This is an optimization exercise on Yosys and OpenROAD, whose aim is small area and a short achievable clock period, not a production implementation. At most, simulation tests tie the RTL to the original design; equivalence was not proved.

==> 03-27 <==
// long_acc4
module long_acc4 (
    input  wire         clk,
    input  wire         rst,
    input  wire [1:0]   cmd,
    input  wire [8:0]   open_w,
    input  wire [5:0]   open_c,
    input  wire         open_clamp,
    input  wire         open_lost,
    input  wire [3:0]   fmt_a,
    input  wire [15:0]  a,
    input  wire [7:0]   scale_a,
    input  wire [3:0]   fmt_b,
    input  wire [63:0]  b,
    input  wire [31:0]  scale_b,
    output reg          out_valid,
    output wire [511:0] out_acc,
    output wire         out_clamp,
    output wire         out_lost
);
==> flow/config.mk <==
export PLATFORM = sky130hd
export DESIGN_NAME = long_acc4
export DESIGN_NICKNAME = long_acc4
export VERILOG_FILES = /design/flow/design.v
export SDC_FILE = /design/flow/constraint.sdc
export NUM_CORES = 8
export LEC_CHECK = 0
export ABC_AREA = 1
export CAP_MARGIN = 40
export CORE_MARGIN = 2
export CORE_UTILIZATION = 40
export SLEW_MARGIN = 40
==> flow/constraint.sdc <==
create_clock -name core_clock -period 26.0 [get_ports {clk}]
set_input_delay 5.2000 -clock core_clock [delete_from_list [all_inputs] [get_ports {clk}]]
set_output_delay 5.2000 -clock core_clock [all_outputs]
set_load 0.01 [all_outputs]
standard.sh (not shown) runs the stock make flow with config.mk's settings and CLKGATE_MAP_FILE= SYNTH_SCRIPT=/design/flow/synth_recipe.tcl, a recipe that flattens the netlist after the stock synthesis.
==> flow/flow/run.sh <==
#!/bin/bash
# The standard layout, with plain buffers (not delay buffers) on the ports and
# timing repair aimed at 19.8 ns of setup slack.
set -uo pipefail
export BUFFER_PORTS_ARGS="-buffer_cell sky130_fd_sc_hd__buf_2"
export SETUP_SLACK_MARGIN=19.8
bash standard.sh > standard.log 2>&1
==> 11-02: changes against 03-27 <==
--- a/flow/design.v
+++ b/flow/design.v
@@ -199,34 +199,24 @@
         for (k = 0; k < 4; k = k + 1)
             if (r[k])
                 for (i = 37; i >= 0; i = i - 1)
                     f[i] = (i >= (1 << k)) ? f[(i >= (1 << k)) ? i - (1 << k) : 0] : 1'b0;
     end
     reg [9:0]   qsel;
-    reg [10:0]  ext, extl;
     reg [127:0] u;
-    integer m;
     always @(*) begin
         for (k = 0; k < 10; k = k + 1)
             qsel[k] = !clamp && (q == k);
-        for (m = 0; m <= 10; m = m + 1) begin
-            ext[m] = 1'b0;
-            for (k = 0; k < m; k = k + 1)
-                ext[m] = ext[m] | qsel[k];
-            ext[m]  = ext[m] && sg;
-            extl[m] = ext[m] || cp;
-        end
         for (i = 0; i < 128; i = i + 1) begin
-            m = 0;
-            for (k = 0; k < 10; k = k + 1)
-                if (i + 22 - 16 * k > 37) m = k + 1;
-            u[i] = (i < 64) ? extl[m] : (ext[m] || (hi[i] ? cp : cn));
+            u[i] = (cp && hi[i]) || (cn && !hi[i]);
             for (k = 0; k < 10; k = k + 1) begin
                 n = i + 22 - 16 * k;
                 if (n >= 0 && n <= 37)
                     u[i] = u[i] | (qsel[k] && f[n]);
+                else if (n > 37)
+                    u[i] = u[i] | (qsel[k] && sg);
             end
         end
     end
     assign t = u;
 endmodule
 module lt_add128 (
@@ -371,15 +361,12 @@
     wire signed [9:0] bias_a, bias_b;
     lt_bias u_bias_a (.fmt(faD), .b(bias_a));
     lt_bias u_bias_b (.fmt(fbD), .b(bias_b));
     wire signed [11:0] sh0 = $signed({4'd0, aeD}) + $signed({4'd0, asD})
                            + bias_a + bias_b - win_w;
     wire signed [11:0] kk  = $signed({5'd0, ~c_d[5:0]}) + 12'sd64;
-    wire signed [11:0] sp0 = sh0 + 12'sd22;
-    wire signed [11:0] dk  = kk - sh0;
-    wire signed [11:0] lt0 = -(sh0 + $signed({8'd0, atD}));
     reg         rdM, clrM, oclM, olsM;
     reg [5:0]   c_m;
     reg         fclM, flsM;
     reg [22:0]  pM   [0:3];
     reg [7:0]   sM   [0:3];
     reg [4:0]   dcM  [0:3];
@@ -395,21 +382,21 @@
             lt_tz u_tz (.v(bvD[j]), .tz(btz));
             wire b_nz   = (bvD[j] != 12'd0) && !bnD[j] && !biD[j];
             wire nz     = azD && b_nz;
             wire nan    = anD || bnD[j];
             wire inf    = !nan && (aiD || biD[j]);
             wire inf_nz = inf && (aiD || azD) && (biD[j] || b_nz);
-            wire        [8:0]  e  = {1'b0, beD[j]} + {1'b0, bsD[j]};
-            wire signed [11:0] sp = sp0 + $signed({3'd0, e});
-            wire signed [11:0] d  = dk - $signed({3'd0, e});
-            wire               lt = $signed({2'd0, e + {5'd0, btz}}) < lt0;
+            wire signed [11:0] sh = sh0 + $signed({3'd0, {1'b0, beD[j]} + {1'b0, bsD[j]}});
+            wire signed [11:0] d  = kk - sh;
+            wire signed [11:0] lt = sh + $signed({8'd0, atD}) + $signed({8'd0, btz});
+            wire signed [11:0] sp = sh + 12'sd22;
             wire [7:0] s8  = !(updD && nz) ? 8'hF0 : sp[11] ? 8'h00 : sp[7:0];
             wire [4:0] dc  = (updD && nz && !d[11] && (d < 12'sd22)) ? d[4:0] : 5'd31;
             wire       frc = updD && (inf_nz || (nz && d[11]));
             assign fcl_n[j] = updD && (nan || inf);
-            assign fls_n[j] = updD && nz && lt;
+            assign fls_n[j] = updD && nz && lt[11];
             always @(posedge clk) begin
                 pM[j]  <= p;
                 sM[j]  <= s8;
                 dcM[j]  <= dc;
                 frcM[j] <= frc;
             end
==> flow/flow/run.sh (replaced) <==
#!/bin/bash
# The standard layout, with plain buffers (not delay buffers) on the ports.
set -uo pipefail
export BUFFER_PORTS_ARGS="-buffer_cell sky130_fd_sc_hd__buf_1"
bash standard.sh > standard.log 2>&1
==> 11-08: changes against 03-27 <==
==> flow/flow/run.sh (replaced) <==
#!/bin/bash
# The standard layout, with plain buffers (not delay buffers) on the ports and
# timing repair aimed at 19 ns of setup slack.
set -uo pipefail
export BUFFER_PORTS_ARGS="-buffer_cell sky130_fd_sc_hd__buf_2"
export SETUP_SLACK_MARGIN=19
bash standard.sh > standard.log 2>&1
==> flow_summary.json <==
{
  "run_status": "finished clean",
  "initial_utilization": 0.401,
  "regToRegStartpoint": "pM[1][22]",
  "synth_area_leaders": "dfxtp_1 (19%), ha_1 (13%), nand2_1 (12%)",
  "grt_usage": 0.312,
  "dieArea_mm2": 0.231,
  "p_leak_nw": 54.6,
  "post-dp-hpwl_mm": 297
}
Source of the figures above: 11-08

==> flow_summary.json <==
{
  "post-dp-hpwl_mm": 301,
  "run_status": "finished clean",
  "tightestPinTransition_ns": 0.973,
  "synth_area_leaders": "dfxtp_1 (19%), ha_1 (13%), nand2_1 (12%)",
  "internal_power_w": 0.00624,
  "min_to": "olsM",
  "initial_utilization": 0.402,
  "p_leak_nw": 51.0,
  "regToRegStartpoint": "pM[3][22]",
  "regMostFlops": "acc",
  "grt_usage": 0.315,
  "fin_ws_ns": 18.27,
  "die_w_um": 479
}
Source of the figures above: 11-02

==> flow_summary.json <==
{
  "initial_utilization": 0.401,
  "comb_power_w": 0.0128,
  "synth_area_leaders": "dfxtp_1 (19%), ha_1 (13%), nand2_1 (12%)",
  "p_leak_nw": 55.9,
  "run_status": "finished clean",
  "post-dp-hpwl_mm": 298,
  "dieArea_mm2": 0.231,
  "regToRegStartpoint": "c_m[4]",
  "grt_usage": 0.314
}
Source of the figures above: 03-27

Function not checked in 11-02: the RTL went through the layout flow alone.

[port drivers added, routing unchanged]
The flow's constraints put no driver on any port. The routed layouts listed below were extracted and timed again, unchanged, in two steps.
Step 1, drivers: a clkbuf_16 drives clk and a buf_2 each remaining input, both assumed.
Step 2 adds t to the input delays and takes it off the output delays; t is the mean of the earliest and latest rising clock arrival at the registers after step 1. Input paths then give back, and output paths get back, about the clock's delay inside the block.
a / b / c = ideal / step 1 / step 2; a / b = the first two.
run | t, ns | setup WS [ns] | worst setup path at the end
03-27 | 0.918 | 19.405 / 19.303 / 19.035 | input to register
11-02 | 0.889 | 18.274 / 18.274 / 18.012 | input to register
11-08 | 0.891 | 19.149 / 19.048 / 18.413 | input to register
After both steps every run listed still meets setup and hold. The setup slack of 11-08, which loses most, moves by -0.101 ns with the drivers and by -0.736 ns with both steps.
